This design comes from an exercise in tuning for small area on the open sky130 flow, not from production work.
For this run, only the layout was checked, not whether the RTL still works.

`design/flow/design.v`:
```
module dz_round_sat #(
    parameter OUT_W = 24
) (
    input  wire signed [51:0]      v,
    input  wire        [4:0]       sh,
    output reg  signed [OUT_W-1:0] y,
    output reg                     clamped
);
    localparam signed [51:0] MAXV = (52'sd1 <<< (OUT_W - 1)) - 52'sd1;
    localparam signed [51:0] MINV = -(52'sd1 <<< (OUT_W - 1));
    reg signed [51:0] q;
    reg        [51:0] rem;
    reg        [51:0] half;
    reg        [51:0] mask;
    reg signed [51:0] r;
    always @* begin
        q    = v >>> sh;
        mask = (52'd1 << sh) - 52'd1;
        rem  = v & mask;
        half = (sh == 5'd0) ? 52'd0 : (52'd1 << (sh - 5'd1));
        r    = q;
        if (sh != 5'd0 && (rem > half || (rem == half && q[0])))
            r = q + 52'sd1;
        if (r > MAXV) begin
            y       = MAXV[OUT_W-1:0];
            clamped = 1'b1;
        end else if (r < MINV) begin
            y       = MINV[OUT_W-1:0];
            clamped = 1'b1;
        end else begin
            y       = r[OUT_W-1:0];
            clamped = 1'b0;
        end
    end
endmodule
module dz_coarse_chain (
    input  wire        clk,
    input  wire        rst_n,
    input  wire        start,
    input  wire        stop,
    input  wire [2:0]  cfg_order,
    input  wire [6:0]  cfg_ratio_m1,
    input  wire [4:0]  cfg_taps_m1,
    input  wire [4:0]  cfg_sh_cic,
    input  wire [4:0]  cfg_sh_comp,
    input  wire [4:0]  cfg_sh_fast,
    input  wire        coef_we,
    input  wire [4:0]  coef_addr,
    input  wire [19:0] coef_data,
    input  wire        pdm_valid,
    input  wire        pdm_bit,
    output reg         running,
    output reg         cfg_err,
    output reg         out_valid,
    output reg  [23:0] out_main,
    output reg  [1:0]  out_main_sat,
    output reg  [15:0] out_fast,
    output reg         out_fast_valid,
    output reg         out_fast_sat
);
    integer k;
    wire cfg_ok = (cfg_order >= 3'd3) && (cfg_order <= 3'd5) && (cfg_ratio_m1 >= 7'd7);
    wire do_start = start && !running;
    wire accept = pdm_valid && running && !stop;
    always @(posedge clk) begin
        if (!rst_n) begin
            running <= 1'b0;
            cfg_err <= 1'b0;
        end else if (do_start) begin
            running <= cfg_ok;
            cfg_err <= !cfg_ok;
        end else if (stop) begin
            running <= 1'b0;
        end
    end
    reg signed [19:0] coef [0:31];
    always @(posedge clk) begin
        if (coef_we)
            coef[coef_addr] <= coef_data;
    end
    reg signed [39:0] integ [1:5];
    reg signed [39:0] fint1, fint2;
    reg [6:0] bit_cnt;
    reg       pair_phase;       
    reg       tick_cic;         
    reg       tick_pair;        
    wire signed [39:0] x_in = pdm_bit ? 40'sd1 : -40'sd1;
    reg  signed [39:0] i_new [1:5];
    always @* begin
        i_new[1] = integ[1] + x_in;
        for (k = 2; k <= 5; k = k + 1)
            i_new[k] = integ[k] + i_new[k-1];
    end
    wire signed [39:0] fi1_new = fint1 + x_in;
    wire signed [39:0] fi2_new = fint2 + fi1_new;
    always @(posedge clk) begin
        if (do_start && cfg_ok) begin
            for (k = 1; k <= 5; k = k + 1)
                integ[k] <= 40'sd0;
            fint1 <= 40'sd0;
            fint2 <= 40'sd0;
        end else if (accept) begin
            for (k = 1; k <= 5; k = k + 1)
                integ[k] <= i_new[k];
            fint1 <= fi1_new;
            fint2 <= fi2_new;
        end
    end
    always @(posedge clk) begin
        if (!rst_n) begin
            bit_cnt    <= 7'd0;
            pair_phase <= 1'b0;
            tick_cic   <= 1'b0;
            tick_pair  <= 1'b0;
        end else begin
            tick_cic <= 1'b0;
            if (do_start && cfg_ok) begin
                bit_cnt    <= 7'd0;
                pair_phase <= 1'b0;
            end else if (accept) begin
                if (bit_cnt == cfg_ratio_m1) begin
                    bit_cnt    <= 7'd0;
                    tick_cic   <= 1'b1;
                    tick_pair  <= pair_phase;
                    pair_phase <= !pair_phase;
                end else begin
                    bit_cnt <= bit_cnt + 7'd1;
                end
            end
        end
    end
    reg signed [39:0] cdly [1:5];
    reg signed [39:0] fdly1, fdly2;
    reg signed [39:0] cic_raw;
    reg signed [39:0] fast_raw;
    reg               tick_rs;
    reg               rs_pair;
    reg signed [39:0] c [0:5];
    always @* begin
        case (cfg_order)
            3'd3:    c[0] = integ[3];
            3'd4:    c[0] = integ[4];
            default: c[0] = integ[5];
        endcase
        for (k = 1; k <= 5; k = k + 1)
            c[k] = c[k-1] - cdly[k];
    end
    wire signed [39:0] fc1 = fint2 - fdly1;
    wire signed [39:0] fc2 = fc1 - fdly2;
    always @(posedge clk) begin
        if (do_start && cfg_ok) begin
            for (k = 1; k <= 5; k = k + 1)
                cdly[k] <= 40'sd0;
            fdly1 <= 40'sd0;
            fdly2 <= 40'sd0;
        end else if (tick_cic) begin
            for (k = 1; k <= 5; k = k + 1)
                if (k <= cfg_order)
                    cdly[k] <= c[k-1];
            case (cfg_order)
                3'd3:    cic_raw <= c[3];
                3'd4:    cic_raw <= c[4];
                default: cic_raw <= c[5];
            endcase
            if (tick_pair) begin
                fdly1    <= fint2;
                fdly2    <= fc1;
                fast_raw <= fc2;
            end
        end
    end
    always @(posedge clk) begin
        if (!rst_n) begin
            tick_rs <= 1'b0;
            rs_pair <= 1'b0;
        end else begin
            tick_rs <= tick_cic;
            if (tick_cic)
                rs_pair <= tick_pair;
        end
    end
    wire signed [23:0] cic_y;
    wire               cic_clamped;
    wire signed [15:0] fast_y;
    wire               fast_clamped;
    dz_round_sat #(.OUT_W(24)) u_rs_cic (
        .v       ({{12{cic_raw[39]}}, cic_raw}),
        .sh      (cfg_sh_cic),
        .y       (cic_y),
        .clamped (cic_clamped)
    );
    dz_round_sat #(.OUT_W(16)) u_rs_fast (
        .v       ({{12{fast_raw[39]}}, fast_raw}),
        .sh      (cfg_sh_fast),
        .y       (fast_y),
        .clamped (fast_clamped)
    );
    reg signed [23:0] xs [0:31];    
    reg               sat_even;     
    reg               fast_first;
    reg        [15:0] fast_hold;
    reg               fast_valid_hold;
    reg               fast_sat_hold;
    reg        [1:0]  main_sat_hold;
    always @(posedge clk) begin
        if (do_start && cfg_ok) begin
            for (k = 0; k < 32; k = k + 1)
                xs[k] <= 24'sd0;
        end else if (tick_rs) begin
            xs[0] <= cic_y;
            for (k = 1; k < 32; k = k + 1)
                xs[k] <= xs[k-1];
        end
    end
    always @(posedge clk) begin
        if (!rst_n) begin
            fast_first <= 1'b1;
        end else if (do_start && cfg_ok) begin
            fast_first <= 1'b1;
        end else if (tick_rs && rs_pair) begin
            fast_first <= 1'b0;
        end
    end
    always @(posedge clk) begin
        if (tick_rs) begin
            if (!rs_pair) begin
                sat_even <= cic_clamped;
            end else begin
                main_sat_hold   <= {1'b0, sat_even} + {1'b0, cic_clamped};
                fast_hold       <= fast_first ? 16'd0 : fast_y;
                fast_sat_hold   <= fast_first ? 1'b0 : fast_clamped;
                fast_valid_hold <= !fast_first;
            end
        end
    end
    reg               mac_busy;
    reg               mac_fin;
    reg        [4:0]  tap;
    reg signed [51:0] acc;
    wire signed [43:0] prod = coef[tap] * xs[tap];
    always @(posedge clk) begin
        if (!rst_n) begin
            mac_busy <= 1'b0;
            mac_fin  <= 1'b0;
        end else begin
            mac_fin <= 1'b0;
            if (tick_rs && rs_pair) begin
                mac_busy <= 1'b1;
                tap      <= 5'd0;
                acc      <= 52'sd0;
            end else if (mac_busy) begin
                acc <= acc + {{8{prod[43]}}, prod};
                tap <= tap + 5'd1;
                if (tap == cfg_taps_m1) begin
                    mac_busy <= 1'b0;
                    mac_fin  <= 1'b1;
                end
            end
        end
    end
    wire signed [23:0] comp_y;
    wire               comp_clamped;
    dz_round_sat #(.OUT_W(24)) u_rs_comp (
        .v       (acc),
        .sh      (cfg_sh_comp),
        .y       (comp_y),
        .clamped (comp_clamped)
    );
    always @(posedge clk) begin
        if (!rst_n) begin
            out_valid      <= 1'b0;
            out_main       <= 24'd0;
            out_main_sat   <= 2'd0;
            out_fast       <= 16'd0;
            out_fast_valid <= 1'b0;
            out_fast_sat   <= 1'b0;
        end else begin
            out_valid <= mac_fin;
            if (mac_fin) begin
                out_main       <= comp_y;
                out_main_sat   <= main_sat_hold + {1'b0, comp_clamped};
                out_fast       <= fast_hold;
                out_fast_valid <= fast_valid_hold;
                out_fast_sat   <= fast_sat_hold;
            end
        end
    end
endmodule
```
`design/flow/run.sh`:
```
#!/bin/bash
# synth_recipe.tcl (not shown) runs the flow's synth.tcl, then flattens the netlist and writes it again
# the make line also repeats each setting of config.mk as NAME=value (left out here)
make -C /OpenROAD-flow-scripts/flow DESIGN_CONFIG=/design/flow/config.mk WORK_HOME=/design/flow/orfs CLKGATE_MAP_FILE= SYNTH_SCRIPT=/design/flow/synth_recipe.tcl finish
```
`design/flow/config.mk`:
```
export PLATFORM = sky130hd
export DESIGN_NAME = dz_coarse_chain
export DESIGN_NICKNAME = dz_coarse_chain
export VERILOG_FILES = /design/flow/design.v
export SDC_FILE = /design/flow/constraint.sdc
export NUM_CORES = 4
export LEC_CHECK = 0
export CAP_MARGIN = 20
export CORE_MARGIN = 2
export CORE_UTILIZATION = 40
export SLEW_MARGIN = 20
```
`design/flow/constraint.sdc`:
```
create_clock -name core_clock -period 14.0 [get_ports {clk}]
set_input_delay 2.8000 -clock core_clock [delete_from_list [all_inputs] [get_ports {clk}]]
set_output_delay 2.8000 -clock core_clock [all_outputs]
set_load 0.01 [all_outputs]
```
==> metrics.md <==
| Metric | Value |
|---|---|
| Final hold slack | 0.447 ns |
| GRT Util Overall | 21.2% |
| First-pass DRT Iterations | 6 |
| Number of synthesized flops with an enable pin | 798 |
| CTS tree | done |
| Vias per cell | 5.49 |
| Initial Util | 40.2% |
| Setup TNS | 0 ns |
| Die span in y | 605 µm |
| Register Area | 0.0519 mm² |
| Hold_sp | cfg_err |
| Reg clk slew, reported paths | 0.06 ns |
| Iteration-0 DRC Markers | 9079 |
| Post-synth top area share | 19.3% |
| Vias in the first global route | 108000 |
| Crit-path max cell delay | 0.79 ns |
| Worst Tran Pin Value | 1.12 ns |
| # clock sinks | 2193 |
| GPL Wtd Cong | 0.893 |
| Pin count of the biggest net entering global routing | 230 |
| Multi-input logic area | 0.0863 mm² |
| Setup crit start kind | flop |
| Final nets | 16800 |
| Min Tclk post-route | 13.20 ns |
| Hold Crit Class | reg -> reg |
| Clk buf depth | 4 |
| Worst-case reg-to-reg path depth | 49 |
| Arr. time, crit path | 13.85 ns |
| Setup violations, final | 0 |
| HPWL Detailed | 281000 µm |
| H-Tree Depth | 4 |
| Fmax | 75.8 MHz |
| Final wirelength | 397000 µm |
| CP dominant cell by count | fa_1 |
| R2r endpoint | acc[51] |
| Register-to-register path setup slack | 0.80 ns |
| CP Max Fanout | 17 |
| Finished Core Util | 45.1% |
| Top cells by area, synth | dfxtp_1, edfxtp_1, ha_1 |
| Synth cell count leaders | nand2_1, nor2_1, dfxtp_1, a21oi_1, inv_1 |
| Most common cell in the netlist | nand2_1 |
| Post-synthesis instance total | 15200 |
| Core area | 0.359 mm² |
| Top cell type by total area after synthesis | dfxtp_1 |
| Post-Synthesis Cell Area | 0.145 mm² |
| Netlist cell types | 110 |
| Chip Width | 605 µm |
| Max Clock Skew | 0.103 ns |
| Yosys warnings | 8 |
| Worst r2r src | tap[2] |
| Via count | 112000 |
| Crit Path Class | reg -> reg |
| Ports | 109 |
| Wire per inst | 19.5 µm |
| GRT Residual Overflow | 0 |
| Fillcell total | 34500 |
| Final Cycle Share | 94.3% |
| Hold Path Sink | cfg_err |
| Root buf cell | clkbuf_16 |
| First-pass GRT wire length | 624000 µm |
| Row count | 220 |
| Residual DRC count | 0 |
| Cts bufs inserted | 241 |
| Max cap viols | 0 |
| Slew HR | 24.9% |
| Worst hold path depth | 2 |
| CP max-delay cell | edfxtp_1 |
| Mean Syn Cell Area | 9.50 µm² |
| Sequential share of the synthesized area | 35.9% |
| Hold_buf cts | 0 |
| CP required | 14.65 ns |
| Ys async rst share | 0% |
| Routed Antenna Nets | 0 |
| Area growth from synthesis to layout | 12.1% |
| Status | finished clean |
| Worst-Skew Late Latency | 0.98 ns |
| PortBufs | 108 |
| Initial antenna violation count | 10 |
| Layout cells sized above 1 | 10.7% |
| Yosys reg bits | 2193 |
| Fin. Hold Viols | 0 |
| Die area | 0.366 mm² |
| Synth Flop Type | dfxtp_1 |
| Slew Viols, Final | 0 |
| Critical Path End Type | flop |
per-layer routing:
metal / track usage [%] / vias up / wire [µm]
met5: 0 / - / 13
met2: 35.0 / 2882 / 184000
met3: 2.61 / 542 / 22300
li1: - / 54200 / -
met1: 29.3 / 54200 / 180000
met4: 5.64 / 2 / 10300
final cells by class:
| type | instances | area share, % |
|---|---|---|
| Multi-Input combinational cell | 11200 | 53.2 |
| Clock buffer | 325 | 4.20 |
| Clock inverter | 122 | 0.928 |
| Sequential cell | 2193 | 32.0 |
| Antenna cell | 8 | 0.0123 |
| Tap cell | 4773 | 3.68 |
| Inverter | 1006 | 2.33 |
| Timing Repair Buffer | 723 | 3.65 |
registers in the layout, summed over array words and instances, names as in the netlist, 24 cells and up, named ones only:
| signal | cells |
|---|---|
| acc | 52 |
| fast_raw | 40 |
| fint1 | 40 |
| fdly2 | 40 |
| integ | 200 |
| out_main | 24 |
| fdly1 | 40 |
| fint2 | 40 |
| xs | 768 |
| cic_raw | 40 |
| coef | 640 |
| cdly | 200 |
placed cells by master, fill, tap and decap left out, drive strengths merged, types with 354 or more instances in the layout:
cell type	count
xnor2	512
o21ai	422
nand2	1899
dfxtp	1395
inv	1011
mux4	354
mux2i	889
nor2	1511
edfxtp	798
a21oi	1090
ha	820
buf	644
fa	508
cells by family after synthesis:
logic type / synth area share (%)
compound gates: 13.8
simple gates: 14.7
other cells: 0.00519
mux: 12.4
xor+xnor: 4.32
fa+ha+maj: 14.1
buf+inv: 4.77
flops: 35.9
critical path: cells and delay by family (launching register included):
| family | cells | cell delay [ns] |
|---|---|---|
| and+or+nand+nor | 7 | 1.37 |
| muxes | 1 | 0.06 |
| adders and majority gates | 9 | 4.27 |
| xor gates and xnor gates | 1 | 0.14 |
| DFF | 1 | 0.79 |
| buffers and inverters | 7 | 1.05 |
| AOI/OAI and AO/OA | 24 | 5.25 |
how the worst max path moves through the flow:
stage / startpoint / end / slack (ns) / cells past startpoint
2_1_floorplan: cfg_order[1] / cic_raw[38] / 0.59 / 52
3_3_place_gp: cfg_order[2] / cic_raw[38] / -0.15 / 54
3_5_place_dp: cfg_order[0] / cic_raw[38] / -0.09 / 55
4_1_cts: tap[4] / acc[51] / 0.59 / 50
5_1_grt: cfg_order[2] / cic_raw[39] / -0.03 / 57
6_report: tap[2] / acc[51] / 0.80 / 49
timing repair:
action                                  CTS  global route
endpoints found under the setup margin    0             4
resized for setup                         0             7
setup buffers                             0            19
stage by stage:
stage	cell area, µm²	std cells	setup WS [ns]
finish	162000	20400	0.799
global route	162000	20400	-0.0265
CTS	162000	20400	0.592
detailed placement	154000	19900	-0.0948
global placement	154000	19900	-0.154
floorplan	145000	15200	0.587

[static timing again, ports no longer ideal]
No port has a modelled driver above. Below, the same layout with a new extraction and two added sets of constraints.
Step 1 assumes that a clkbuf_16 drives the clock port and a buf_2 every other input.
Step 2 moves the port delays by t, midway between the first and last clock arrival at a register: inputs arrive t later, outputs are due t later. That takes back most of the time a late clock gives input paths.
Slacks: ideal ports / drivers / drivers and shift; pairs: ideal ports / drivers.
shift t [ns]: 1.020
setup WS [ns]: 0.799 / 0.799 / 0.095
latest minus earliest clock arrival (ns): 0.112 / 0.113
worst register clock-pin slew, ns: 0.07 / 0.07
cell pins on the clock port's net: 1
After both steps setup and hold are still met in this run. The setup slack of this run moves by 0.000 ns with the drivers and by -0.704 ns with both steps.
